What follows belongs to an exercise in optimizing a design on an open flow for small area; a production flow would make more cautious choices.
Function was checked by simulation only, so behaviour that the tests miss may differ from the original.
No driver is modelled on the clock port, so clocking that relies on it looks cheaper here than on a real chip.
Power and IR drop assume default switching activity.

==> design/flow/design.v <==
module pwm_timer (
    input  wire        clk,
    input  wire        rst,           
    input  wire [17:0] cfg_per,       
    input  wire        cfg_edge,      
    input  wire        cfg_dbl,       
    input  wire [10:0] cfg_dt_rise,   
    input  wire [10:0] cfg_dt_fall,   
    input  wire        run,           
    input  wire        wr_en,         
    input  wire [2:0]  wr_sel,        
    input  wire [17:0] wr_data,
    input  wire        commit,        
    input  wire [1:0]  ovr,           
    output wire [2:0]  gh,            
    output wire [2:0]  gl,            
    output wire        bnd,           
    output wire        commit_pend,   
    output wire        f_miss,        
    output wire        f_safe         
);
    genvar gi, gb;
    reg  [17:0] r;
    reg         down;
    reg         pk;
    reg         vly;
    wire        idle = pk & ~down;
    wire        s_e  = cfg_edge;
    wire        s_c  = ~cfg_edge & ~down;
    wire [18:0] t;
    wire [17:0] nxn;             
    wire [17:0] eq;              
    wire [17:0] r_d;
    wire        term;
    wire        clr;
    assign t[0] = 1'b1;
    generate
        for (gi = 0; gi < 18; gi = gi + 1) begin : g_ctr
            wire y, lim;
            if (gi % 2 == 0) begin : g_even
                g_xor2  u_y  (.a(r[gi]), .b(down), .y(y));
                g_nand2 u_t  (.a(t[gi]), .b(y), .y(t[gi+1]));
                g_xnor2 u_nx (.a(r[gi]), .b(t[gi]), .y(nxn[gi]));
            end else begin : g_odd
                g_xnor2 u_y  (.a(r[gi]), .b(down), .y(y));
                g_nor2  u_t  (.a(t[gi]), .b(y), .y(t[gi+1]));
                g_xor2  u_nx (.a(r[gi]), .b(t[gi]), .y(nxn[gi]));
            end
            if (gi < 17) begin : g_lim
                g_a22o  u_l (.a1(s_e), .a2(cfg_per[gi]), .b1(s_c), .b2(cfg_per[gi+1]), .y(lim));
            end else begin : g_lim17
                g_and2  u_l (.a(s_e), .b(cfg_per[gi]), .y(lim));
            end
            g_xor2  u_eq (.a(nxn[gi]), .b(lim), .y(eq[gi]));
            g_nor2  u_d  (.a(clr), .b(nxn[gi]), .y(r_d[gi]));
        end
    endgenerate
    assign term = &eq;
    assign clr  = rst | ~run | (cfg_edge & term);
    assign bnd = run & (vly | (pk & down & cfg_dbl));
    always @(posedge clk) begin
        r    <= r_d;
        down <= ~rst & run & (down ^ (~cfg_edge & term));
        pk   <= rst | ~run | (~cfg_edge & ~down & term);
        vly  <= clr | (down & term);
    end
    reg  [17:0] sh [0:5];
    reg  [17:0] ac [0:5];
    reg         commit_bit;
    reg         z;
    wire        load = bnd & (commit_bit | commit);
    wire [17:0] wd   = wr_data & {18{~rst}};
    assign commit_pend = commit_bit;
    integer i;
    always @(posedge clk) begin
        for (i = 0; i < 6; i = i + 1)
            if (rst || (wr_en && wr_sel == i))
                sh[i] <= wd;
        for (i = 0; i < 6; i = i + 1)
            if (load)
                ac[i] <= sh[i];
        commit_bit <= !rst && !load && (commit || commit_bit);
        z          <= rst || (z && !load);
    end
    wire        cm   = commit_bit | commit;
    wire        dd   = cfg_dbl & down;
    wire        lp   = pk & dd & cm;
    wire        s_a  = ~dd;
    wire        s_ab = dd & ~lp;
    wire        dn   = ~down;
    wire        lv   = load & ~down;     
    wire        nlv  = ~lv;
    wire        zl   = z & ~load;
    wire [2:0]  hit;
    generate
        for (gi = 0; gi < 3; gi = gi + 1) begin : g_cmp
            wire [18:0] c;
            wire [17:0] xn;
            assign c[0] = dn;
            for (gb = 0; gb < 18; gb = gb + 1) begin : g_bit
                g_a222oi u_x (.a1(ac[gi][gb]), .a2(s_a), .b1(ac[gi+3][gb]), .b2(s_ab),
                              .c1(sh[gi+3][gb]), .c2(lp), .y(xn[gb]));
                g_maj3   u_c (.a(r[gb]), .b(xn[gb]), .c(c[gb]), .y(c[gb+1]));
            end
            wire hx = lv ? ~|sh[gi] : zl;
            g_a21o u_h (.a1(c[18]), .a2(nlv), .b1(hx), .y(hit[gi]));
        end
    endgenerate
    reg  [2:0]  qh_d, ql_d;
    reg  [10:0] nw [0:2];
    wire        o_h = run & (ovr == 2'd3);
    wire        o_l = run & (ovr == 2'd2);
    wire        o_n = run & (ovr == 2'd0);
    wire        qh1 = o_h | (o_n & ~cfg_edge);
    wire        ql1 = o_l | (o_n &  cfg_edge);
    wire        qh0 = o_h | (o_n &  cfg_edge);
    wire        ql0 = o_l | (o_n & ~cfg_edge);
    wire [2:0]  qh, ql;
    wire [2:0]  wz;
    wire [10:0] nw_d [0:2];
    generate
        for (gi = 0; gi < 3; gi = gi + 1) begin : g_dt
            wire nh   = ~qh_d[gi] | ql_d[gi];       
            wire nl   =  qh_d[gi] | ~ql_d[gi];      
            wire nn   =  qh_d[gi] | ql_d[gi];       
            wire chg1 = qh1 ? nh : ql1 ? nl : nn;
            wire chg0 = qh0 ? nh : ql0 ? nl : nn;
            wire s_r, s_f, s_w;
            g_mux2i u_sr (.a(~(qh0 & nh)), .b(~(qh1 & nh)), .s(hit[gi]), .y(s_r));
            g_mux2i u_sf (.a(~(ql0 & nl)), .b(~(ql1 & nl)), .s(hit[gi]), .y(s_f));
            g_mux2i u_sw (.a(chg0 | wz[gi]), .b(chg1 | wz[gi]), .s(hit[gi]), .y(s_w));
            assign qh[gi] = hit[gi] ? qh1 : qh0;
            assign ql[gi] = hit[gi] ? ql1 : ql0;
            wire [11:0] b;
            wire [10:0] dec;
            assign b[1]   = nw[gi][0];
            assign dec[0] = nw[gi][0];
            g_xnor2 u_d1 (.a(nw[gi][1]), .b(b[1]), .y(dec[1]));
            for (gb = 1; gb < 11; gb = gb + 2) begin : g_pair
                g_nand2 u_bn (.a(b[gb]), .b(nw[gi][gb]), .y(b[gb+1]));
                g_and3  u_b  (.a(b[gb]), .b(nw[gi][gb]), .c(nw[gi][gb+1]), .y(b[gb+2]));
                g_xor2  u_d0 (.a(nw[gi][gb+1]), .b(b[gb+1]), .y(dec[gb+1]));
                if (gb + 2 < 11) begin : g_d1
                    g_xnor2 u_d1 (.a(nw[gi][gb+2]), .b(b[gb+2]), .y(dec[gb+2]));
                end
            end
            assign wz[gi] = b[11];
            for (gb = 0; gb < 11; gb = gb + 1) begin : g_ld
                g_a222oi u_w (.a1(cfg_dt_rise[gb]), .a2(s_r), .b1(cfg_dt_fall[gb]), .b2(s_f),
                              .c1(dec[gb]), .c2(s_w), .y(nw_d[gi][gb]));
            end
        end
    endgenerate
    always @(posedge clk) begin
        for (i = 0; i < 3; i = i + 1)
            nw[i] <= nw_d[i];
        qh_d <= qh & {3{~rst}};
        ql_d <= ql & {3{~rst}};
    end
    assign gh = qh_d & wz;
    assign gl = ql_d & wz;
    reg [1:0] miss_cnt;
    reg       missed_once;
    reg       f_safe_r;
    wire       run_start = run && idle;
    wire       missed    = bnd && (ovr == 2'd0) && !(commit_bit || commit);
    wire       updated   = bnd && (ovr == 2'd0) &&  (commit_bit || commit);
    always @(posedge clk) begin
        if (rst || !run) begin
            miss_cnt    <= 2'd0;
            missed_once <= 1'b0;
        end else begin
            missed_once <= missed_once || (miss_cnt != 2'd0);
            if (updated)
                miss_cnt <= 2'd0;
            else if (missed)
                miss_cnt <= {miss_cnt[1] | miss_cnt[0], miss_cnt[1] | ~miss_cnt[0]};
        end
        f_safe_r <= !rst && ((f_safe_r && !run_start) || (missed && miss_cnt == 2'd3));
    end
    assign f_miss = !missed_once && (miss_cnt == 2'd1);
    assign f_safe = f_safe_r;
endmodule
module g_xor2 (input wire a, input wire b, output wire y);
    assign y = a ^ b;
endmodule
module g_xnor2 (input wire a, input wire b, output wire y);
    assign y = ~(a ^ b);
endmodule
module g_nand2 (input wire a, input wire b, output wire y);
    assign y = ~(a & b);
endmodule
module g_nor2 (input wire a, input wire b, output wire y);
    assign y = ~(a | b);
endmodule
module g_and2 (input wire a, input wire b, output wire y);
    assign y = a & b;
endmodule
module g_and3 (input wire a, input wire b, input wire c, output wire y);
    assign y = a & b & c;
endmodule
module g_a22o (input wire a1, input wire a2, input wire b1, input wire b2, output wire y);
    assign y = (a1 & a2) | (b1 & b2);
endmodule
module g_a222oi (input wire a1, input wire a2, input wire b1, input wire b2,
                 input wire c1, input wire c2, output wire y);
    assign y = ~((a1 & a2) | (b1 & b2) | (c1 & c2));
endmodule
module g_mux2i (input wire a, input wire b, input wire s, output wire y);
    assign y = ~(s ? b : a);
endmodule
module g_a21o (input wire a1, input wire a2, input wire b1, output wire y);
    assign y = (a1 & a2) | b1;
endmodule
module g_maj3 (input wire a, input wire b, input wire c, output wire y);
    assign y = (a & b) | (a & c) | (b & c);
endmodule
==> design/flow/flow/run.sh <==
#!/bin/bash
# Layout: the standard ORFS flow (standard.sh; the standard synthesis
# runs unchanged) with these changes to how the layout is made:
#  - the port buffers are the smallest buffer, sky130_fd_sc_hd__buf_1
#    (every input and output port still gets its own buffer, and
#    repair_design still sizes it for its load);
#  - after floorplan, flow/downsize.tcl gives each combinational cell the
#    smallest variant of its function;
#  - before CTS, flow/pre_cts.tcl does the same to the buffers placement
#    added and reruns repair_design; CTS's repair_timing sizes cells up
#    again where timing needs it;
#  - CTS clusters up to 32 flip-flops per clkbuf_16 leaf buffer, uses
#    clkbuf_8 above the leaves and inserts no dummy loads.
# make's full output goes to flow_make.log here; each ORFS step keeps its
# own log under orfs/logs/.
set -euo pipefail
export BUFFER_PORTS_ARGS="-buffer_cell sky130_fd_sc_hd__buf_1"
export POST_FLOORPLAN_TCL="$(pwd)/flow/downsize.tcl"
export PRE_CTS_TCL="$(pwd)/flow/pre_cts.tcl"
export CTS_ARGS="-sink_clustering_enable -repair_clock_nets -sink_clustering_size 32 -sink_clustering_max_diameter 140 -dont_use_dummy_load -root_buf sky130_fd_sc_hd__clkbuf_8 -tree_buf sky130_fd_sc_hd__clkbuf_8 -sink_clustering_buffer sky130_fd_sc_hd__clkbuf_16"
bash standard.sh > flow_make.log 2>&1
==> design/flow/flow/downsize.tcl <==
# Run after floorplan (POST_FLOORPLAN_TCL): give every combinational cell
# the smallest-area variant of its own function (same cell family, same
# pins). Synthesis sizes cells blindly; the later ORFS steps (repair_design
# after placement, repair_timing after CTS and global routing) size up again
# wherever slew, capacitance or timing need it. Registers, tap cells and
# tie cells are left alone.
set n 0
foreach inst [get_cells *] {
  set master [get_property $inst ref_name]
  if {![regexp {^(sky130_fd_sc_hd__[a-z0-9]+)_([0-9]+)$} $master -> base sz]} { continue }
  if {[regexp {__(df|edf|sdf|dl|sdl|tap|conb|fill|decap|clk|probe|lpflow)} $base]} { continue }
  set best $master
  set best_area [get_property [get_lib_cells */$master] area]
  foreach lc [get_lib_cells */${base}_*] {
    set name [get_property $lc name]
    if {![regexp "^${base}_\[0-9\]+\$" $name]} { continue }
    if {[lsearch -exact $::env(DONT_USE_CELLS) $name] >= 0} { continue }
    set a [get_property $lc area]
    if {$a < $best_area} { set best $name; set best_area $a }
  }
  if {$best ne $master} {
    replace_cell $inst $best
    incr n
  }
}
puts "downsize.tcl: resized $n instances to their smallest variant"
==> design/flow/flow/pre_cts.tcl <==
# Run before CTS (PRE_CTS_TCL): give every combinational cell and buffer the
# smallest-area variant of its own function, then let repair_design fix
# slew, capacitance and fanout again; CTS's repair_timing then sizes up
# what timing needs.
set n 0
foreach inst [get_cells *] {
  set master [get_property $inst ref_name]
  if {![regexp {^(sky130_fd_sc_hd__[a-z0-9]+)_([0-9]+)$} $master -> base sz]} { continue }
  if {[regexp {__(df|edf|sdf|dl|sdl|tap|conb|fill|decap|clk|probe|lpflow)} $base]} { continue }
  set best $master
  set best_area [get_property [get_lib_cells */$master] area]
  foreach lc [get_lib_cells */${base}_*] {
    set name [get_property $lc name]
    if {![regexp "^${base}_\[0-9\]+\$" $name]} { continue }
    if {[lsearch -exact $::env(DONT_USE_CELLS) $name] >= 0} { continue }
    set a [get_property $lc area]
    if {$a < $best_area} { set best $name; set best_area $a }
  }
  if {$best ne $master} {
    replace_cell $inst $best
    incr n
  }
}
puts "pre_cts.tcl: resized $n instances to their smallest variant"
estimate_parasitics -placement
repair_design
==> design/flow/standard.sh <==
#!/bin/bash
# synth_recipe.tcl (not shown) runs the flow's synth.tcl, then flattens the netlist and writes it again
# the make line also repeats each setting of config.mk as NAME=value (left out here)
make -C /OpenROAD-flow-scripts/flow DESIGN_CONFIG=/design/flow/config.mk WORK_HOME=/design/flow/orfs CLKGATE_MAP_FILE= SYNTH_SCRIPT=/design/flow/synth_recipe.tcl "${@:-finish}"
==> design/flow/config.mk <==
export PLATFORM = sky130hd
export DESIGN_NAME = pwm_timer
export DESIGN_NICKNAME = pwm_timer
export VERILOG_FILES = /design/flow/design.v
export SDC_FILE = /design/flow/constraint.sdc
export NUM_CORES = 4
export LEC_CHECK = 0
export CAP_MARGIN = 20
export CORE_MARGIN = 2
export CORE_UTILIZATION = 40
export SLEW_MARGIN = 20
export SYNTH_HIERARCHICAL = 1
==> design/flow/constraint.sdc <==
create_clock -name core_clock -period 10.0 [get_ports {clk}]
set_input_delay 2.0000 -clock core_clock [delete_from_list [all_inputs] [get_ports {clk}]]
set_output_delay 2.0000 -clock core_clock [all_outputs]
set_load 0.01 [all_outputs]
==> results of run 1 <==
where the power goes:
group	internal, W	leakage, nW	switching, W
combinational	0.000148	1.38	0.000169
sequential	0.00141	2.61	0.0000760
clock	0.000192	0.132	0.000333
modules after synthesis (local to each module, per instance), a selection:
module	copies in the design	cell area, µm²	cells inside
g_mux2i	9	10.0	1
g_and3	15	6.26	1
pwm_timer	1	8800	452
g_and2	1	6.26	1
g_nor2	26	3.75	1
g_xnor2	32	8.76	1
g_nand2	24	3.75	1
g_a222oi	87	10.0	1
g_xor2	51	8.76	1
g_a21o	3	7.51	1
g_maj3	54	11.3	1
state kept, by name, indices dropped and copies added (netlist names):
name	cells
miss_cnt	2
missed_once	1
ql_d	3
ac	108
r	18
z	1
commit_bit	1
vly	1
pk	1
down	1
f_safe_r	1
qh_d	3
sh	108
nw	33
worst max-delay path, delay by kind of cell:
kind            cells  cell delay (ns)
fa+ha+maj          18             6.55
mux                 1             0.16
simple gates        3             0.35
buf+inv             3             0.41
compound gates      3             0.69
area by class of cell:
class | count | share of cell area
Tap cell | 384 | 0.0376
Inverter | 5 | 0.00147
Multi-Input combinational cell | 480 | 0.289
Sequential cell | 282 | 0.611
Clock buffer | 12 | 0.0208
Timing Repair Buffer | 111 | 0.0402
cell usage after synthesis:
cell	count
nand2_1	41
o21ai_0	4
inv_1	5
and2_1	8
nand2b_1	10
o21ai_1	3
o41ai_1	1
mux2i_1	16
and3_1	15
o31ai_1	1
nor2b_1	22
or2_2	1
nor2_1	44
nand4_1	4
nand3_1	6
a31oi_1	7
a221oi_1	1
buf_2	1
dfxtp_1	66
nor4_1	9
a22o_1	17
a31o_2	3
nor3_1	12
maj3_2	54
o21a_1	2
a21oi_1	2
edfxtp_1	216
a21oi_2	1
nor2_2	1
xor2_1	51
clkbuf_1	4
conb_1	1
a311o_1	1
xnor2_1	38
a21o_1	7
or4_1	6
a222oi_1	87
nor3b_1	3
layout by cell type, fill, tap and decap left out, types with 15 or more instances in the layout:
| cell | synthesis | routed |
|---|---|---|
| edfxtp_1 | 216 | 216 |
| a222oi_1 | 87 | 87 |
| buf_1 | 0 | 85 |
| dfxtp_1 | 66 | 66 |
| xor2_1 | 51 | 51 |
| maj3_1 | 0 | 49 |
| nor2_1 | 44 | 42 |
| nand2_1 | 41 | 40 |
| xnor2_1 | 38 | 38 |
| nor2b_1 | 22 | 22 |
| a22o_1 | 17 | 17 |
| and3_1 | 15 | 15 |
what timing repair did:
action | in CTS | in global routing
setup endpoints to repair | 39 | 33
gates resized for setup | 27 | 26
pin swaps | 0 | 10
cloned | 0 | 2
kinds of logic (layout without fill, tap and decap cells):
logic type	after synthesis	in the layout	synth area share
xor gates and xnor gates	89	89	0.0674
muxes	16	16	0.0139
adders and majority gates	54	54	0.0526
other	1	2	0.000324
AOI/OAI and AO/OA	137	137	0.108
buffers and inverters	10	128	0.00336
and+or+nand+nor	182	182	0.0791
DFF	282	282	0.675
routing by layer:
layer	up-vias	GRT usage	share of wire
met2	230	0.305	0.48
met3	19	0.0245	0.063
met4	0	0.0336	0.011
met5	-	0	0
met1	3690	0.247	0.44
li1	3352	-	-
through the flow:
| step | setup WS [ns] | hold slack (ns) | util | instance area, µm² |
|---|---|---|---|---|
| after detailed placement | -0.536 | 0.430 | 0.439 | 12500 |
| final | 0.247 | 0.453 | 0.448 | 12800 |
| after floorplan | 0.0111 | 0.417 | - | 11700 |
| after global routing | 0.0233 | 0.466 | 0.448 | 12800 |
| after CTS | 0.0174 | 0.458 | 0.446 | 12700 |
| after global placement | -0.466 | 0.427 | 0.439 | 12500 |
path summary, 6_finish.rpt:
| kind | from | endpoint | cells past startpoint |
|---|---|---|---|
| worst max register to register | down | nw[0][0] | 24 |
| worst min register to register | sh[3][12] | ac[3][12] | 0 |
| worst min-delay path | sh[3][12] | ac[3][12] | 0 |
| worst max-delay path | commit | nw[0][0] | 28 |
==> out/results.ini, run 1 <==
[outcome]
status = no timing/DRC/antenna violations

[drt]
wl_per_cell_um = 21.8
wl_mm = 27.8
drt.antenna.violating_nets = 0
firstDrtPassIters = 8
drt-initial-drc-count = 897
vias = 7291
drc_errors = 0
vias_per_cell = 5.72

[synth]
synthCells = 771
yosysWarnings = 13
synth_area_um2 = 11600
syn_area_per_cell_um2 = 15.0
ys_ff_latch = 282
netlist.area_leader.share = 0.561
synth_area_leader_cell = edfxtp_1
synth-seq-area-share = 0.675
synth_cell_type_count = 38
synth.area.top_cells = edfxtp_1 56%, dfxtp_1 11%, a222oi_1 7.5%

[power_and_ir_drop]
leakage_nw = 4.12
irDropWorstVdd_mv = 0.117
total_power_w = 0.00232
powerDensity_nw_per_um2 = 182

[floorplan]
die_w_um = 174
die_area_um2 = 30300
ios = 80
core_area_um2 = 28500
die_height_um = 174
start_util = 0.405
row_count = 62

[global_route]
grt_pass1_wl_mm = 41.4
track_usage = 0.179
grt_max_degree = 37
overflow = 0
grt_antenna_before_repair = 0
grt_pass1_vias = 7101

[worst_setup_path]
critPathMaxFanout = 5
critical_path_class = input port to flop
critPathMostFrequentCell = maj3_1
crit_slowest_cell = maj3_1
arrival_ns = 10.17
end_kind = flop
start_kind = input port
cp_data_required_time_ns = 10.42
cpPeakStageDelay_ns = 0.40
r2r_slack_ns = 1.10

[placement]
dp.cells = 1259
portBuffers = 79
gp_congestion = 0.790
hpwl_mm = 18.7

[timing]
fin_skew_ns = 0.0208
rsz0062_at_grt = false
fin_crit_sh = 0.975
timing.fmax_ghz = 0.103
worst_pin_slew_ns = 1.03
slew_viol_final = 0
hold_viol = 0
setup_viol = 0
fin_crit_ns = 9.75
setup_tns_ns = 0
slew-limit-headroom = 0.311

[clock_network]
clk_pin_slew_ns = 0.12
cts_hold_buf = 0
cts_tree = done
clock_latency_ns = 0.54
cts_inserted_buffers = 12
post-cts-setup-buffers = 0
cts_sinks = 282

[flow_run]
drv_cap = 0

[finish]
num_antenna_cells = 0
multi_input_area_um2 = 3700
nets = 962
fill_cells = 2637
fin_cells = 1274
regArea_um2 = 7810
area_growth_syn_to_layout_pct = 10.6
layout-drive-gt1-share = 0.0629

[min_path]
min_path_type = flop to flop

==> inputs of run 2 (changes only) <==
--- a/design/flow/flow/pre_cts.tcl
+++ b/design/flow/flow/pre_cts.tcl
@@ -3,3 +3,5 @@
 # slew, capacitance and fanout again; CTS's repair_timing then sizes up
-# what timing needs.
+# what timing needs. The platform's don't-use cells are set first, as
+# cts.tcl only sets them after this hook runs.
+set_dont_use $::env(DONT_USE_CELLS)
 set n 0
==> run 2 against run 1 <==
Net effect:
- cell count unchanged
- largest power group unchanged
- still clean
- count of clock-buffer cells in the layout stayed put
- sequential power about the same
- combinational power about the same
- sequential share of layout area did not move
- register-to-register slack hardly changed
- fmax stayed put
- synthesized cell count is the same
- critical path type unchanged
- non-clock buffer count stayed put
- hold slack is the same
- synthesized area stayed put
- die area unchanged
==> out/results.ini, run 2 <==
[worst_setup_path]
end_kind = flop
crit_end = nw[0][0]
r2r-end = nw[0][0]
critPathMaxFanout = 5  ; unchanged
critical_path_class = input port to flop
r2r_slack_ns = 1.10  ; about the same
cp_data_required_time_ns = 10.42  ; about the same
arrival_ns = 10.17  ; about the same
r2r_start = down
crit_path_start = commit
start_kind = input port
rr_worst_depth = 24  ; unchanged

[floorplan]
die_w_um = 174  ; unchanged
row_count = 62  ; unchanged
ios = 80  ; unchanged
start_util = 0.405  ; unchanged
core_area_um2 = 28500  ; unchanged
die_area_um2 = 30300  ; unchanged
die_height_um = 174  ; unchanged

[drt]
vias = 7291  ; unchanged
drt-initial-drc-count = 897  ; unchanged
vias_per_cell = 5.72  ; unchanged
drc_errors = 0  ; unchanged
wl_per_cell_um = 21.8  ; unchanged
drt.antenna.violating_nets = 0  ; unchanged
firstDrtPassIters = 8  ; unchanged
wl_mm = 27.8  ; unchanged

[global_route]
grt_antenna_before_repair = 0  ; unchanged
grt_max_degree = 37  ; unchanged
overflow = 0  ; unchanged
track_usage = 0.179  ; unchanged
grt_pass1_vias = 7101  ; unchanged
grt_pass1_wl_mm = 41.4  ; unchanged

[finish]
fin_cells = 1274  ; unchanged
post-route-util = 0.448  ; unchanged
largestRegisters = ac: 108 flops, sh: 108 flops, nw: 33 flops
num_antenna_cells = 0  ; unchanged
fin_area_um2 = 12800  ; unchanged
area_growth_syn_to_layout_pct = 10.6  ; unchanged
final_common_cell = edfxtp_1
nets = 962  ; unchanged
layout-drive-gt1-share = 0.0629  ; unchanged
mostFrequentLayoutCells = 216 x edfxtp_1, 87 x a222oi_1, 85 x buf_1

[synth]
synth_compound_area_frac = 0.108  ; unchanged
synth-adder-area-share = 0.0526  ; unchanged
synthFlopType = edfxtp_1
synth_most_common_cell = edfxtp_1
synth_area_leader_cell = edfxtp_1
synth_common_cells = 216 x edfxtp_1, 87 x a222oi_1, 66 x dfxtp_1, 54 x maj3_2, 51 x xor2_1
synth-async-reset-ratio = 0  ; unchanged
synth_top_family_by_area = compound AO/OA/AOI/OAI gates
synthXorXnorAreaFrac = 0.0674  ; unchanged
synth_mux_area_frac = 0.0139  ; unchanged
yosysWarnings = 13  ; unchanged
synth-seq-area-share = 0.675  ; unchanged
synth_cell_type_count = 38  ; unchanged
netlist.area_leader.share = 0.561  ; unchanged
synth.area.top_cells = edfxtp_1 56%, dfxtp_1 11%, a222oi_1 7.5%
synth_edf_count = 216  ; unchanged
ys_ff_latch = 282  ; unchanged
synthCells = 771  ; unchanged
syn_area_per_cell_um2 = 15.0  ; unchanged
synth_simple_gate_area_share = 0.0791  ; unchanged
synth_area_um2 = 11600  ; unchanged

[clock_network]
cts_hold_buf = 0  ; unchanged
cts_inserted_buffers = 12  ; unchanged
cts_tree = done
clk_pin_slew_ns = 0.12  ; about the same
cts_sinks = 282  ; unchanged
clock_latency_ns = 0.54  ; about the same

[timing]
worst_pin_slew_ns = 1.03  ; unchanged
slew-limit-headroom = 0.311  ; unchanged
hold_viol = 0  ; unchanged
fin_crit_ns = 9.75  ; unchanged
rsz0062_at_grt = false
whs_ns = 0.453  ; unchanged
fin_skew_ns = 0.0208  ; unchanged
slew_viol_final = 0  ; unchanged
setup_tns_ns = 0  ; unchanged
fin_crit_sh = 0.975  ; unchanged
setup_viol = 0  ; unchanged
timing.fmax_ghz = 0.103  ; unchanged

[flow_run]
drv_cap = 0  ; unchanged

[power_and_ir_drop]
leakage_nw = 4.12  ; unchanged
irDropWorstVdd_mv = 0.117  ; unchanged
powerDensity_nw_per_um2 = 182  ; unchanged

[min_path]
hold_start = sh[3][12]
min_path_type = flop to flop

[placement]
gp_congestion = 0.790  ; unchanged
portBuffers = 79  ; unchanged
dp.cells = 1259  ; unchanged
hpwl_mm = 18.7  ; unchanged
place_area_um2 = 12500  ; unchanged

[outcome]
status = no timing/DRC/antenna violations

[run 2: cell counts in the layout (fill, tap and decap cells not counted)]
Identical to the previous run, type by type.
[run 2: area by class of cell]
type / count / area [µm²]
fillers: 2637 / 15800
flip-flops and latches: 282 / 7810
multi-input cells: 480 / 3700
repair buffers: 111 / 514
well taps: 384 / 480
clock buffers: 12 / 267
inverters: 5 / 18.8
[run 2: per-module statistics from Yosys (local to each module, per instance), excerpt]
module	times used	flops+latches	cells	cell area [µm²]
g_xnor2	32	0	1	8.76
g_nor2	26	0	1	3.75
g_mux2i	9	0	1	10.0
pwm_timer	1	282	452	8800
g_nand2	24	0	1	3.75
g_a222oi	87	0	1	10.0
g_maj3	54	0	1	11.3
g_xor2	51	0	1	8.76
g_and3	15	0	1	6.26
g_a22o	17	0	1	8.76
g_a21o	3	0	1	7.51
[run 2: power breakdown]
part	internal [W]	leakage, nW	total, W	switching, W
Clock	0.000192	0.132	0.000525	0.000333
Sequential	0.00141	2.61	0.00148	0.0000760
Combinational	0.000148	1.38	0.000317	0.000169
Total	0.00175	4.12	0.00232	0.000578
[run 2: worst min path at each step]
stage,end,slack (ns),cells after the start
2_1_floorplan,ac[0][8],0.42,0
3_3_place_gp,ac[2][4],0.43,0
3_5_place_dp,ac[2][5],0.43,0
4_1_cts,ac[4][5],0.46,0
5_1_grt,ac[5][8],0.47,0
6_report,ac[3][12],0.45,0
[run 2: worst max-delay path, stage by stage]
cell      delay, ns
buf_1          0.11
nor2_4         0.14
nor3b_4        0.08
buf_1          0.13
nor2_4         0.13
a222oi_1       0.09
maj3_1         0.35
maj3_1         0.36
maj3_1         0.37
maj3_1         0.36
maj3_1         0.36
maj3_1         0.37
maj3_1         0.36
maj3_1         0.36
maj3_1         0.36
maj3_1         0.36
maj3_1         0.40
maj3_2         0.34
maj3_1         0.37
maj3_1         0.36
maj3_1         0.36
maj3_1         0.37
maj3_1         0.37
maj3_1         0.37
a21o_4         0.25
mux2i_2        0.16
buf_2          0.17
a222oi_1       0.35
[run 2: cell families after synthesis]
| kind of cell | after synthesis |
|---|---|
| DFF | 282 |
| and+or+nand+nor | 182 |
| AOI/OAI and AO/OA | 137 |
| xor gates and xnor gates | 89 |
| adders and majority gates | 54 |
| muxes | 16 |
| buffers and inverters | 10 |
| other | 1 |
[run 2: what timing repair did]
action | 4_1_cts | 5_1_grt
gates resized for setup | 27 | 26
setup buffers | 0 | 0
gates cloned | 0 | 2
endpoints found under the setup margin | 39 | 33
pin swaps | 0 | 10
[run 2: stage by stage]
stage	total power, W	worst slack (ns)
6_report	0.00232	0.247
5_1_grt	0.00243	0.0233
4_1_cts	0.00234	0.0174
3_5_place_dp	0.00183	-0.536
3_3_place_gp	0.00182	-0.466
2_1_floorplan	0.00173	0.0111
[run 2: metal layers]
| metal | wire, µm | GRT usage | share of wire | vias up |
|---|---|---|---|---|
| met3 | 1760 | 0.0245 | 0.063 | 19 |
| met1 | 12300 | 0.247 | 0.44 | 3690 |
| li1 | - | - | - | 3352 |
| met2 | 13500 | 0.305 | 0.48 | 230 |
| met4 | 306 | 0.0336 | 0.011 | 0 |
| met5 | 0 | 0 | 0 | - |
==> inputs of run 3 (changes only) <==
--- a/design/flow/design.v
+++ b/design/flow/design.v
@@ -29,3 +29,3 @@
     wire        s_c  = ~cfg_edge & ~down;
-    wire [18:0] t;
+    wire [17:0] t;
     wire [17:0] nxn;             
@@ -35,3 +35,2 @@
     wire        clr;
-    assign t[0] = 1'b1;
     generate
@@ -39,3 +38,6 @@
             wire y, lim;
-            if (gi % 2 == 0) begin : g_even
+            if (gi == 0) begin : g_first
+                g_xnor2 u_t  (.a(r[gi]), .b(down), .y(t[gi+1]));
+                assign nxn[gi] = r[gi];
+            end else if (gi % 2 == 0) begin : g_even
                 g_xor2  u_y  (.a(r[gi]), .b(down), .y(y));
@@ -43,5 +45,7 @@
                 g_xnor2 u_nx (.a(r[gi]), .b(t[gi]), .y(nxn[gi]));
-            end else begin : g_odd
+            end else if (gi < 17) begin : g_odd
                 g_xnor2 u_y  (.a(r[gi]), .b(down), .y(y));
                 g_nor2  u_t  (.a(t[gi]), .b(y), .y(t[gi+1]));
+                g_xor2  u_nx (.a(r[gi]), .b(t[gi]), .y(nxn[gi]));
+            end else begin : g_last
                 g_xor2  u_nx (.a(r[gi]), .b(t[gi]), .y(nxn[gi]));
==> run 3 against run 2 <==
Net effect:
- design area up 0.18%
- critical path depth unchanged
- sequential cell count unchanged
- critical endpoint is now nw[2][2]
- highest routed layer unchanged
- sequential share of layout area down 0.11 points
- still clean
- register-to-register slack better by 0.16 ns
- global-route usage about the same
- largest power group unchanged
==> out/results.ini, run 3 <==
[global_route]
overflow = 0  ; unchanged
grt_max_degree = 66  ; +78%
grt_pass1_vias = 7046  ; -0.77%
grt_antenna_before_repair = 0  ; unchanged
grt_pass1_wl_mm = 41.7  ; +0.58%
track_usage = 0.179  ; about the same

[synth]
synth-adder-area-share = 0.0527  ; +0.0000741
netlist.area_leader.share = 0.562  ; +0.000791
syn_area_per_cell_um2 = 15.0  ; +0.25%
synth_edf_count = 216  ; unchanged
synthXorXnorAreaFrac = 0.0668  ; -0.000664
synthFlopType = edfxtp_1
synth-seq-area-share = 0.676  ; +0.000952
synthCells = 768  ; -0.39%
synth_cell_type_count = 37  ; -2.6%
synth_compound_area_frac = 0.108  ; +0.000152
synth_top_family_by_area = compound AO/OA/AOI/OAI gates
synth.area.top_cells = edfxtp_1 56%, dfxtp_1 11%, a222oi_1 7.5%
synth_area_leader_cell = edfxtp_1
synth_common_cells = 216 x edfxtp_1, 87 x a222oi_1, 66 x dfxtp_1, 54 x maj3_2, 50 x xor2_1
synth_most_common_cell = edfxtp_1
synth-async-reset-ratio = 0  ; unchanged
synth_mux_area_frac = 0.0139  ; +0.0000195
synth_area_um2 = 11500  ; -0.14%
ys_ff_latch = 282  ; unchanged
synth_simple_gate_area_share = 0.0789  ; -0.000214
yosysWarnings = 13  ; unchanged

[drt]
firstDrtPassIters = 9  ; +1
vias = 7154  ; -1.9%
drt.antenna.violating_nets = 0  ; unchanged
vias_per_cell = 5.62  ; -1.8%
wl_mm = 27.7  ; -0.42%
drt-initial-drc-count = 854  ; -4.8%
drc_errors = 0  ; unchanged
wl_per_cell_um = 21.8  ; -0.34%

[timing]
fin_crit_sh = 0.973  ; -0.00259
slew_viol_final = 0  ; unchanged
whs_ns = 0.417  ; -0.0356 ns
setup_tns_ns = 0  ; unchanged
setup_viol = 0  ; unchanged
fin_skew_ns = 0.0428  ; +0.0220 ns
fin_crit_ns = 9.73  ; -0.0259 ns
worst_pin_slew_ns = 1.07  ; +0.0380 ns
rsz0062_at_grt = false
slew-limit-headroom = 0.286  ; -0.0253
timing.fmax_ghz = 0.103  ; +0.27%
hold_viol = 0  ; unchanged
setup_slack_ns = 0.273  ; +0.0259 ns

[floorplan]
row_count = 62  ; unchanged
core_area_um2 = 28500  ; unchanged
die_height_um = 174  ; about the same
die_area_um2 = 30200  ; -0.14%
ios = 80  ; unchanged
die_w_um = 174  ; about the same
start_util = 0.404  ; -0.000570

[clock_network]
cts_sinks = 282  ; unchanged
post-cts-setup-buffers = 0  ; unchanged
cts_inserted_buffers = 12  ; unchanged
clk_pin_slew_ns = 0.12  ; about the same
cts_tree = done
clock_latency_ns = 0.53  ; about the same

[finish]
nets = 961  ; -0.10%
fill_cells = 2656  ; +0.72%
num_antenna_cells = 0  ; unchanged
final_common_cell = edfxtp_1
largestRegisters = ac: 108 flops, sh: 108 flops, nw: 33 flops
mostFrequentLayoutCells = 216 x edfxtp_1, 87 x a222oi_1, 84 x buf_1
layout-drive-gt1-share = 0.0821  ; +0.0192
area_growth_syn_to_layout_pct = 10.9

[placement]
portBuffers = 79  ; unchanged
hpwl_mm = 18.8  ; +0.58%
place_ws_ns = -0.684  ; -0.148 ns
gp_congestion = 0.770  ; -2.5%

[power_and_ir_drop]
leakage_nw = 4.14  ; +0.47%
irDropWorstVdd_mv = 0.116  ; -0.49%
powerDensity_nw_per_um2 = 181  ; -0.38%

[worst_setup_path]
end_kind = flop
cpPeakStageDelay_ns = 0.39  ; about the same
critical_path_class = input port to flop
crit_slowest_cell = maj3_1
arrival_ns = 10.14  ; -0.03 ns
critPathMaxFanout = 7  ; +2
critPathMostFrequentCell = maj3_1
start_kind = input port
cp_data_required_time_ns = 10.42  ; about the same

[outcome]
status = no timing/DRC/antenna violations

[min_path]
min_path_type = flop to flop

[flow_run]
drv_cap = 0  ; unchanged

==> run 3: cell count changes in the layout (fill, tap and decap cells not counted), sizes merged <==
cell	delta
clkdlybuf4s15	-1
buf	+2
xor2	-1
nand2	-1
conb	-2
clkbuf	+2
==> run 3: power breakdown <==
| group | switching (W) | total, W | internal [W] |
|---|---|---|---|
| sequential | 0.0000758 | 0.00148 | 0.00141 |
| clock | 0.000328 | 0.000520 | 0.000192 |
| combinational | 0.000164 | 0.000318 | 0.000153 |
==> run 3: final cells by class <==
cell class                 instances  area [µm²]  share of cell area
clock buffer                      12         267              0.0208
inverter                           5        18.8             0.00147
multi-input combinational        476        3710               0.290
sequential                       282        7810               0.610
tap                              384         480              0.0375
timing repair buffer             114         524              0.0409
==> run 3: cell families after synthesis <==
kind of cell / count (synthesis)
flip-flops: 282
multiplexers: 16
buffers and inverters: 10
XOR/XNOR: 88
AND/OR/NAND/NOR: 181
AO/OA/AOI/OAI: 137
adder cells (fa/ha/maj): 54
==> run 3: per-module statistics from Yosys, one instance, submodules excluded <==
module / cells inside / area (µm²) / copies in the design
pwm_timer: 451 / 8800 / 1
g_maj3: 1 / 11.3 / 54
g_a222oi: 1 / 10.0 / 87
g_mux2i: 1 / 10.0 / 9
g_a22o: 1 / 8.76 / 17
g_xnor2: 1 / 8.76 / 32
g_xor2: 1 / 8.76 / 50
g_a21o: 1 / 7.51 / 3
g_and2: 1 / 6.26 / 1
g_and3: 1 / 6.26 / 15
g_nand2: 1 / 3.75 / 23
g_nor2: 1 / 3.75 / 26
==> run 3: path summary, 6_finish.rpt <==
kind	depth (start not counted)	slack, ns	endpoint	startpoint
setup / recovery	28	0.27	nw[2][2]	commit
hold / removal	0	0.42	ac[2][11]	sh[2][11]
setup reg to reg	24	1.26	nw[2][2]	down
hold reg to reg	0	0.42	ac[2][11]	sh[2][11]
==> run 3: worst max-delay path, delay by kind of cell <==
family                   cells  cell delay (ns)
adder cells (fa/ha/maj)     18             6.38
AO/OA/AOI/OAI                3             0.62
buffers and inverters        3             0.48
AND/OR/NAND/NOR              3             0.44
multiplexers                 1             0.20
==> run 3: per-layer routing <==
| layer | track usage | vias to the layer above | part of all wire |
|---|---|---|---|
| met5 | 0 | - | 0 |
| met4 | 0.0354 | 0 | 0.017 |
| met3 | 0.0182 | 27 | 0.049 |
| met2 | 0.290 | 203 | 0.47 |
| met1 | 0.264 | 3569 | 0.46 |
| li1 | - | 3355 | - |
==> run 3: per-stage QoR <==
step	util	instance area, µm²	total power, W	std cells
CTS	0.445	12700	0.00233	1270
global placement	0.437	12500	0.00181	1256
floorplan	-	11700	0.00173	768
finish	0.449	12800	0.00232	1273
global route	0.449	12800	0.00242	1273
detailed placement	0.437	12500	0.00182	1256
==> run 3: timing repair <==
item	4_1_cts	5_1_grt
resized for setup	28	35
pin swaps	6	10
hold buffers	0	0
setup endpoints to repair	39	33
gates cloned	0	3
==> inputs of run 4 (changes only) <==
--- a/design/flow/flow/pre_cts.tcl
+++ b/design/flow/flow/pre_cts.tcl
@@ -3,5 +3,3 @@
 # slew, capacitance and fanout again; CTS's repair_timing then sizes up
-# what timing needs. The platform's don't-use cells are set first, as
-# cts.tcl only sets them after this hook runs.
-set_dont_use $::env(DONT_USE_CELLS)
+# what timing needs.
 set n 0
==> run 4 against run 3 <==
Net effect:
- sequential share of layout area did not move
- first-iteration DRC count did not move
- cell count did not move
- via count did not move
- register-to-register slack barely moved
- fmax did not move
- non-clock buffer count did not move
- combinational power barely moved
- critical path depth did not move
- synthesized area did not move
- sequential power barely moved
- largest power group unchanged
==> out/results.ini, run 4 <==
[clock_network]
cts_sinks = 282  ; unchanged
clock_latency_ns = 0.53  ; about the same
post-cts-setup-buffers = 0  ; unchanged
cts_inserted_buffers = 12  ; unchanged
cts_tree = done
clk_pin_slew_ns = 0.12  ; about the same

[power_and_ir_drop]
total_power_w = 0.00232  ; unchanged
leakage_nw = 4.14  ; unchanged
powerDensity_nw_per_um2 = 181  ; unchanged
irDropWorstVdd_mv = 0.116  ; unchanged

[drt]
drt.antenna.violating_nets = 0  ; unchanged
drc_errors = 0  ; unchanged
firstDrtPassIters = 9  ; unchanged
drt-initial-drc-count = 854  ; unchanged
vias = 7154  ; unchanged
wl_mm = 27.7  ; unchanged
wl_per_cell_um = 21.8  ; unchanged
vias_per_cell = 5.62  ; unchanged

[synth]
netlist.area_leader.share = 0.562  ; unchanged
synth_area_um2 = 11500  ; unchanged
synth.area.top_cells = edfxtp_1 56%, dfxtp_1 11%, a222oi_1 7.5%
synth_common_cells = 216 x edfxtp_1, 87 x a222oi_1, 66 x dfxtp_1, 54 x maj3_2, 50 x xor2_1
synthCells = 768  ; unchanged
synth-seq-area-share = 0.676  ; unchanged
syn_area_per_cell_um2 = 15.0  ; unchanged
ys_ff_latch = 282  ; unchanged
synth_edf_count = 216  ; unchanged
synth-async-reset-ratio = 0  ; unchanged
synthFlopType = edfxtp_1
yosysWarnings = 13  ; unchanged
synth_area_leader_cell = edfxtp_1
synth_most_common_cell = edfxtp_1
synth_cell_type_count = 37  ; unchanged

[placement]
portBuffers = 79  ; unchanged
hpwl_mm = 18.8  ; unchanged
place_area_um2 = 12500  ; unchanged
gp_congestion = 0.770  ; unchanged

[global_route]
grt_max_degree = 66  ; unchanged
grt_antenna_before_repair = 0  ; unchanged
grt_pass1_wl_mm = 41.7  ; unchanged
grt_pass1_vias = 7046  ; unchanged
overflow = 0  ; unchanged
track_usage = 0.179  ; unchanged

[min_path]
min_path_type = flop to flop

[timing]
fin_crit_ns = 9.73  ; unchanged
slew_viol_final = 0  ; unchanged
fin_crit_sh = 0.973  ; unchanged
slew-limit-headroom = 0.286  ; unchanged
worst_pin_slew_ns = 1.07  ; unchanged
setup_viol = 0  ; unchanged
timing.fmax_ghz = 0.103  ; unchanged
rsz0062_at_grt = false
hold_viol = 0  ; unchanged
whs_ns = 0.417  ; unchanged
fin_skew_ns = 0.0428  ; unchanged

[worst_setup_path]
critical_path_class = input port to flop
critPathMaxFanout = 7  ; unchanged
cp_data_required_time_ns = 10.42  ; about the same
arrival_ns = 10.14  ; about the same
end_kind = flop
start_kind = input port

[finish]
num_antenna_cells = 0  ; unchanged
largestRegisters = ac: 108 flops, sh: 108 flops, nw: 33 flops
fill_cells = 2656  ; unchanged
mostFrequentLayoutCells = 216 x edfxtp_1, 87 x a222oi_1, 84 x buf_1
final_common_cell = edfxtp_1
fin_area_um2 = 12800  ; unchanged
area_growth_syn_to_layout_pct = 10.9  ; unchanged
layout-drive-gt1-share = 0.0821  ; unchanged
nets = 961  ; unchanged

[floorplan]
core_area_um2 = 28500  ; unchanged
die_height_um = 174  ; unchanged
ios = 80  ; unchanged
row_count = 62  ; unchanged
start_util = 0.404  ; unchanged
die_area_um2 = 30200  ; unchanged
die_w_um = 174  ; unchanged

[outcome]
status = no timing/DRC/antenna violations

[flow_run]
drv_cap = 0  ; unchanged

[run 4: logic make-up after synthesis]
group,synth area share
DFF,0.676
AOI/OAI and AO/OA,0.108
muxes,0.0139
and+or+nand+nor,0.0789
buffers and inverters,0.00336
adders and majority gates,0.0527
xor gates and xnor gates,0.0668
[run 4: metrics by stage]
stage	setup TNS (ns)	worst slack, ns	utilization	std cells
detailed placement	-22.63	-0.684	0.437	1256
CTS	0	0.00438	0.445	1270
finish	0	0.273	0.449	1273
global placement	-17.72	-0.559	0.437	1256
floorplan	0	0.0110	-	768
global route	0	0.00562	0.449	1273
[run 4: timing repair]
| item | 4_1_cts | 5_1_grt |
|---|---|---|
| gates cloned | 0 | 3 |
| hold buffers | 0 | 0 |
| pin swaps | 6 | 10 |
| endpoints found under the setup margin | 39 | 33 |
| resized for setup | 28 | 35 |
[run 4: layer usage]
metal / wire length, µm / track usage / vias to the layer above
met5: 0 / 0 / -
met4: 481 / 0.0354 / 0
met3: 1370 / 0.0182 / 27
met2: 13100 / 0.290 / 203
met1: 12800 / 0.264 / 3569
li1: - / - / 3355
[run 4: cell type report]
cell class | count | area, µm² | share of cell area
Timing Repair Buffer | 114 | 524 | 0.0409
Sequential cell | 282 | 7810 | 0.610
Inverter | 5 | 18.8 | 0.00147
Tap cell | 384 | 480 | 0.0375
Clock buffer | 12 | 267 | 0.0208
Multi-Input combinational cell | 476 | 3710 | 0.290
[run 4: critical path, stage by stage]
cell	delay, ns
buf_1	0.13
nor2_2	0.19
nor3b_4	0.09
buf_4	0.17
nor2_4	0.16
a222oi_1	0.10
maj3_1	0.35
maj3_1	0.36
maj3_1	0.36
maj3_1	0.36
maj3_1	0.36
maj3_2	0.33
maj3_1	0.36
maj3_1	0.37
maj3_1	0.37
maj3_2	0.33
maj3_1	0.37
maj3_1	0.39
maj3_2	0.33
maj3_1	0.36
maj3_1	0.37
maj3_2	0.32
maj3_1	0.36
maj3_2	0.33
a21o_4	0.24
mux2i_4	0.20
buf_2	0.18
a222oi_1	0.28
[run 4: worst paths after layout]
check | end | startpoint | depth (start not counted) | slack (ns)
worst max-delay path | nw[2][2] | commit | 28 | 0.27
worst min-delay path | ac[2][11] | sh[2][11] | 0 | 0.42
worst max register to register | nw[2][2] | down | 24 | 1.26
worst min register to register | ac[2][11] | sh[2][11] | 0 | 0.42
[run 4: where the power goes]
part	internal [W]	leakage (nW)	switching [W]
clock network	0.000192	0.132	0.000328
registers	0.00141	2.61	0.0000758
logic	0.000153	1.39	0.000164
[run 4: modules after synthesis (local to each module, per instance)]
module | copies in the design | cell area, µm² | cells
g_a222oi | 87 | 10.0 | 1
g_mux2i | 9 | 10.0 | 1
g_and2 | 1 | 6.26 | 1
g_xor2 | 50 | 8.76 | 1
g_maj3 | 54 | 11.3 | 1
g_nand2 | 23 | 3.75 | 1
g_a22o | 17 | 8.76 | 1
g_nor2 | 26 | 3.75 | 1
pwm_timer | 1 | 8800 | 451
g_a21o | 3 | 7.51 | 1
g_xnor2 | 32 | 8.76 | 1
g_and3 | 15 | 6.26 | 1
==> inputs of run 5 (changes only) <==
--- a/design/flow/design.v
+++ b/design/flow/design.v
@@ -29,3 +29,3 @@
     wire        s_c  = ~cfg_edge & ~down;
-    wire [17:0] t;
+    wire [18:0] t;
     wire [17:0] nxn;             
@@ -35,2 +35,3 @@
     wire        clr;
+    assign t[0] = 1'b1;
     generate
@@ -38,6 +39,3 @@
             wire y, lim;
-            if (gi == 0) begin : g_first
-                g_xnor2 u_t  (.a(r[gi]), .b(down), .y(t[gi+1]));
-                assign nxn[gi] = r[gi];
-            end else if (gi % 2 == 0) begin : g_even
+            if (gi % 2 == 0) begin : g_even
                 g_xor2  u_y  (.a(r[gi]), .b(down), .y(y));
@@ -45,7 +43,5 @@
                 g_xnor2 u_nx (.a(r[gi]), .b(t[gi]), .y(nxn[gi]));
-            end else if (gi < 17) begin : g_odd
+            end else begin : g_odd
                 g_xnor2 u_y  (.a(r[gi]), .b(down), .y(y));
                 g_nor2  u_t  (.a(t[gi]), .b(y), .y(t[gi+1]));
-                g_xor2  u_nx (.a(r[gi]), .b(t[gi]), .y(nxn[gi]));
-            end else begin : g_last
                 g_xor2  u_nx (.a(r[gi]), .b(t[gi]), .y(nxn[gi]));
--- a/design/flow/flow/run.sh
+++ b/design/flow/flow/run.sh
@@ -19,2 +19,3 @@
 export PRE_CTS_TCL="$(pwd)/flow/pre_cts.tcl"
+export POST_CTS_TCL="$(pwd)/flow/post_cts.tcl"
 export CTS_ARGS="-sink_clustering_enable -repair_clock_nets -sink_clustering_size 32 -sink_clustering_max_diameter 140 -dont_use_dummy_load -root_buf sky130_fd_sc_hd__clkbuf_8 -tree_buf sky130_fd_sc_hd__clkbuf_8 -sink_clustering_buffer sky130_fd_sc_hd__clkbuf_16"
==> design/flow/flow/post_cts.tcl (new file) <==
# Run after CTS (POST_CTS_TCL): recover area on paths with positive slack
# (repair_timing -recover_power downsizes cells there), then repair_design
# fixes any slew or capacitance that downsizing broke, repair_timing checks
# setup and hold again, and detailed placement legalizes the new sizes.
set_dont_use $::env(DONT_USE_CELLS)
estimate_parasitics -placement
repair_timing -recover_power 100
repair_design
repair_timing -setup_margin 0 -hold_margin 0
detailed_placement
check_placement -verbose
--- a/design/flow/flow/pre_cts.tcl
+++ b/design/flow/flow/pre_cts.tcl
@@ -3,3 +3,5 @@
 # slew, capacitance and fanout again; CTS's repair_timing then sizes up
-# what timing needs.
+# what timing needs. The platform's don't-use cells are set first, as
+# cts.tcl only sets them after this hook runs.
+set_dont_use $::env(DONT_USE_CELLS)
 set n 0
==> run 5 against run 4 <==
Net effect:
- sequential power is essentially flat
- fmax is essentially flat
- core utilization is essentially flat
- critical path depth is the same
- global-route usage is essentially flat
- cell count grew 0.24%
- design area is essentially flat
- clock skew shrank 0.026 ns
- count of clock-buffer cells in the layout is the same
- non-clock buffer count shrank 1
- critical path type unchanged
==> out/results.ini, run 5 <==
[power_and_ir_drop]
p_comb_frac = 0.137  ; about the same
leakage_nw = 4.12  ; -0.37%
irDropWorstVdd_mv = 0.117  ; +0.45%
internal-power_w = 0.00175  ; -0.30%
powerDensity_nw_per_um2 = 182  ; +0.37%
seqPwrFrac = 0.637  ; -0.002
switching_share = 0.249  ; +0.00426
p_sw_w = 0.000579  ; +2.0%
clock_power_share = 0.226  ; +0.002

[global_route]
grt_antenna_before_repair = 0  ; unchanged
grt_pass1_wl_mm = 41.5  ; -0.36%
grt_pass1_vias = 7100  ; +0.77%
grt_max_degree = 37  ; -44%
overflow = 0  ; unchanged
track_usage = 0.179  ; +0.000364

[flow_run]
drv_cap = 0  ; unchanged

[floorplan]
row_count = 62  ; unchanged
core_area_um2 = 28500  ; unchanged
die_w_um = 174  ; about the same
ios = 80  ; unchanged
die_area_um2 = 30300  ; +0.14%
die_height_um = 174  ; about the same
start_util = 0.405  ; +0.000570

[placement]
gp_congestion = 0.790  ; +2.6%
portBuffers = 79  ; unchanged
dp.cells = 1259  ; +0.24%
hpwl_mm = 18.7  ; -0.58%

[drt]
drt.antenna.violating_nets = 0  ; unchanged
drt-initial-drc-count = 956  ; +12%
wl_mm = 27.9  ; +0.73%
wl_per_cell_um = 21.9  ; +0.50%
drc_errors = 0  ; unchanged
vias = 7314  ; +2.2%
firstDrtPassIters = 10  ; +1
vias_per_cell = 5.73  ; +2.0%

[outcome]
status = no timing/DRC/antenna violations

[synth]
synth_area_um2 = 11600  ; +0.14%
synth_most_common_cell = edfxtp_1
synth_cell_type_count = 38  ; +2.7%
syn_area_per_cell_um2 = 15.0  ; -0.25%
synth_area_leader_cell = edfxtp_1
netlist.area_leader.share = 0.561  ; -0.000791
synth_common_cells = 216 x edfxtp_1, 87 x a222oi_1, 66 x dfxtp_1, 54 x maj3_2, 51 x xor2_1
ys_ff_latch = 282  ; unchanged
synth.area.top_cells = edfxtp_1 56%, dfxtp_1 11%, a222oi_1 7.5%
synthCells = 771  ; +0.39%
synth-async-reset-ratio = 0  ; unchanged
synthFlopType = edfxtp_1
yosysWarnings = 13  ; unchanged
synth_edf_count = 216  ; unchanged
synth-seq-area-share = 0.675  ; -0.000952

[worst_setup_path]
cp_data_required_time_ns = 10.42  ; about the same
arrival_ns = 10.15  ; about the same
start_kind = input port
critPathMaxFanout = 6  ; -1
crit_path_start = commit
r2r_start = down
critical_path_class = input port to flop
end_kind = flop

[timing]
fin_crit_ns = 9.74  ; +0.00922 ns
slew-limit-headroom = 0.303  ; +0.0166
fin_crit_sh = 0.974  ; about the same
hold_viol = 0  ; unchanged
worst_pin_slew_ns = 1.05  ; -0.0249 ns
slew_viol_final = 0  ; unchanged
rsz0062_at_grt = false
whs_ns = 0.452  ; +0.0342 ns
fin_skew_ns = 0.0172  ; -0.0256 ns
timing.fmax_ghz = 0.103  ; about the same
setup_viol = 0  ; unchanged
setup_tns_ns = 0  ; unchanged

[clock_network]
clock_latency_ns = 0.53  ; about the same
cts_sinks = 282  ; unchanged
clk_pin_slew_ns = 0.12  ; about the same
cts_tree = done

[min_path]
hold_start = sh[4][11]
min_path_type = flop to flop

[finish]
layout-drive-gt1-share = 0.0650  ; -0.0171
fin_cells = 1276  ; +0.24%
largestRegisters = ac: 108 flops, sh: 108 flops, nw: 33 flops
area_growth_syn_to_layout_pct = 10.7
nets = 964  ; +0.31%
mostFrequentLayoutCells = 216 x edfxtp_1, 87 x a222oi_1, 85 x buf_1
num_antenna_cells = 0  ; unchanged
final_common_cell = edfxtp_1

[run 5: changes by cell type in the layout (fill, tap and decap cells not counted), moves of 5 or more]
cell    change
and2_0      +5
and2_1      -5
buf_4       -5
maj3_1     +12
maj3_2     -12
[run 5: path summary, 6_finish.rpt]
path	depth (start not counted)	to	slack (ns)
setup reg to reg	24	nw[0][0]	1.12
setup / recovery	28	nw[2][5]	0.26
hold / removal	0	ac[4][11]	0.45
hold reg to reg	0	ac[4][11]	0.45
[run 5: Yosys stat by module (local to each module, per instance)]
| module | times used | cell area, µm² |
|---|---|---|
| g_and3 | 15 | 6.26 |
| g_maj3 | 54 | 11.3 |
| g_xor2 | 51 | 8.76 |
| pwm_timer | 1 | 8800 |
| g_nand2 | 24 | 3.75 |
| g_a222oi | 87 | 10.0 |
| g_nor2 | 26 | 3.75 |
| g_a22o | 17 | 8.76 |
| g_xnor2 | 32 | 8.76 |
| g_a21o | 3 | 7.51 |
| g_mux2i | 9 | 10.0 |
| g_and2 | 1 | 6.26 |
[run 5: through the flow]
stage               instance area [µm²]  power [W]  utilization  setup WS, ns
floorplan                         11700    0.00173            -        0.0111
global placement                  12500    0.00182        0.439        -0.466
detailed placement                12500    0.00183        0.439        -0.536
global route                      12800    0.00243        0.448        0.0233
finish                            12800    0.00233        0.448         0.263
[run 5: per-layer routing]
| layer | vias up | track usage | share of wire |
|---|---|---|---|
| met5 | - | 0 | 0 |
| met4 | 0 | 0.0336 | 0.012 |
| met3 | 21 | 0.0245 | 0.059 |
| met2 | 225 | 0.305 | 0.48 |
| met1 | 3716 | 0.248 | 0.45 |
| li1 | 3352 | - | - |
[run 5: area by class of cell]
type                       count  area [µm²]
sequential                   282        7810
clock buffer                  12         267
inverter                       5        18.8
timing repair buffer         113         524
tap                          384         480
fill                        2638       15800
multi-input combinational    480        3700
[run 5: power groups by stage]
stage	Sequential [W]	Clock [W]	Combinational, W
floorplan	0.00149	0	0.000243
global route	0.00150	0.000581	0.000352
finish	0.00148	0.000525	0.000318
global placement	0.00150	0	0.000316
detailed placement	0.00151	0	0.000322
[run 5: cell families after synthesis]
group	Yosys count	share of synthesized area
mux	16	0.0139
fa+ha+maj	54	0.0526
flops	282	0.675
buf+inv	10	0.00336
xor+xnor	89	0.0674
simple gates	182	0.0791
compound gates	137	0.108
other cells	1	0.000324
[run 5: critical path: stages]
cell	delay, ns
buf_1	0.11
nor2_4	0.14
nor3b_4	0.08
buf_1	0.13
nor2_4	0.13
a222oi_1	0.11
maj3_1	0.36
maj3_1	0.36
maj3_1	0.36
maj3_1	0.36
maj3_1	0.36
maj3_1	0.37
maj3_1	0.36
maj3_1	0.36
maj3_1	0.36
maj3_1	0.37
maj3_2	0.33
maj3_1	0.37
maj3_1	0.36
maj3_1	0.36
maj3_1	0.36
maj3_1	0.37
maj3_2	0.32
maj3_1	0.36
a21o_1	0.25
mux2i_2	0.20
buf_6	0.16
a222oi_1	0.35

[static timing again, ports no longer ideal]
How much do the figures lean on ideal ports? The routed layouts below were timed once more, with nothing changed but the port constraints. Step 1 sets driving cells, clkbuf_16 on the clock port and buf_2 on the other inputs (assumed; they add their load-dependent delay and slew). Step 2 moves the port delays by t, midway between the first and last clock arrival at a register: inputs arrive t later, outputs are due t later. That takes back most of the time a late clock gives input paths. Three values: ideal ports, drivers, drivers and shift; two values: the first two.
run	t (ns)	setup slack, ns	hold WS [ns]
run 1	0.572	0.247 / 0.275 / -0.297	0.453 / 0.453 / 0.453
run 2	0.572	0.247 / 0.275 / -0.297	0.453 / 0.453 / 0.453
run 3	0.558	0.273 / 0.297 / -0.262	0.417 / 0.417 / 0.417
run 4	0.558	0.273 / 0.297 / -0.262	0.417 / 0.417 / 0.417
run 5	0.573	0.263 / 0.292 / -0.282	0.452 / 0.452 / 0.452
Met with ideal ports but missed after step 2: setup timing in every run listed. The setup slack of run 5, which loses most, moves by +0.029 ns with the drivers and by -0.545 ns with both steps.
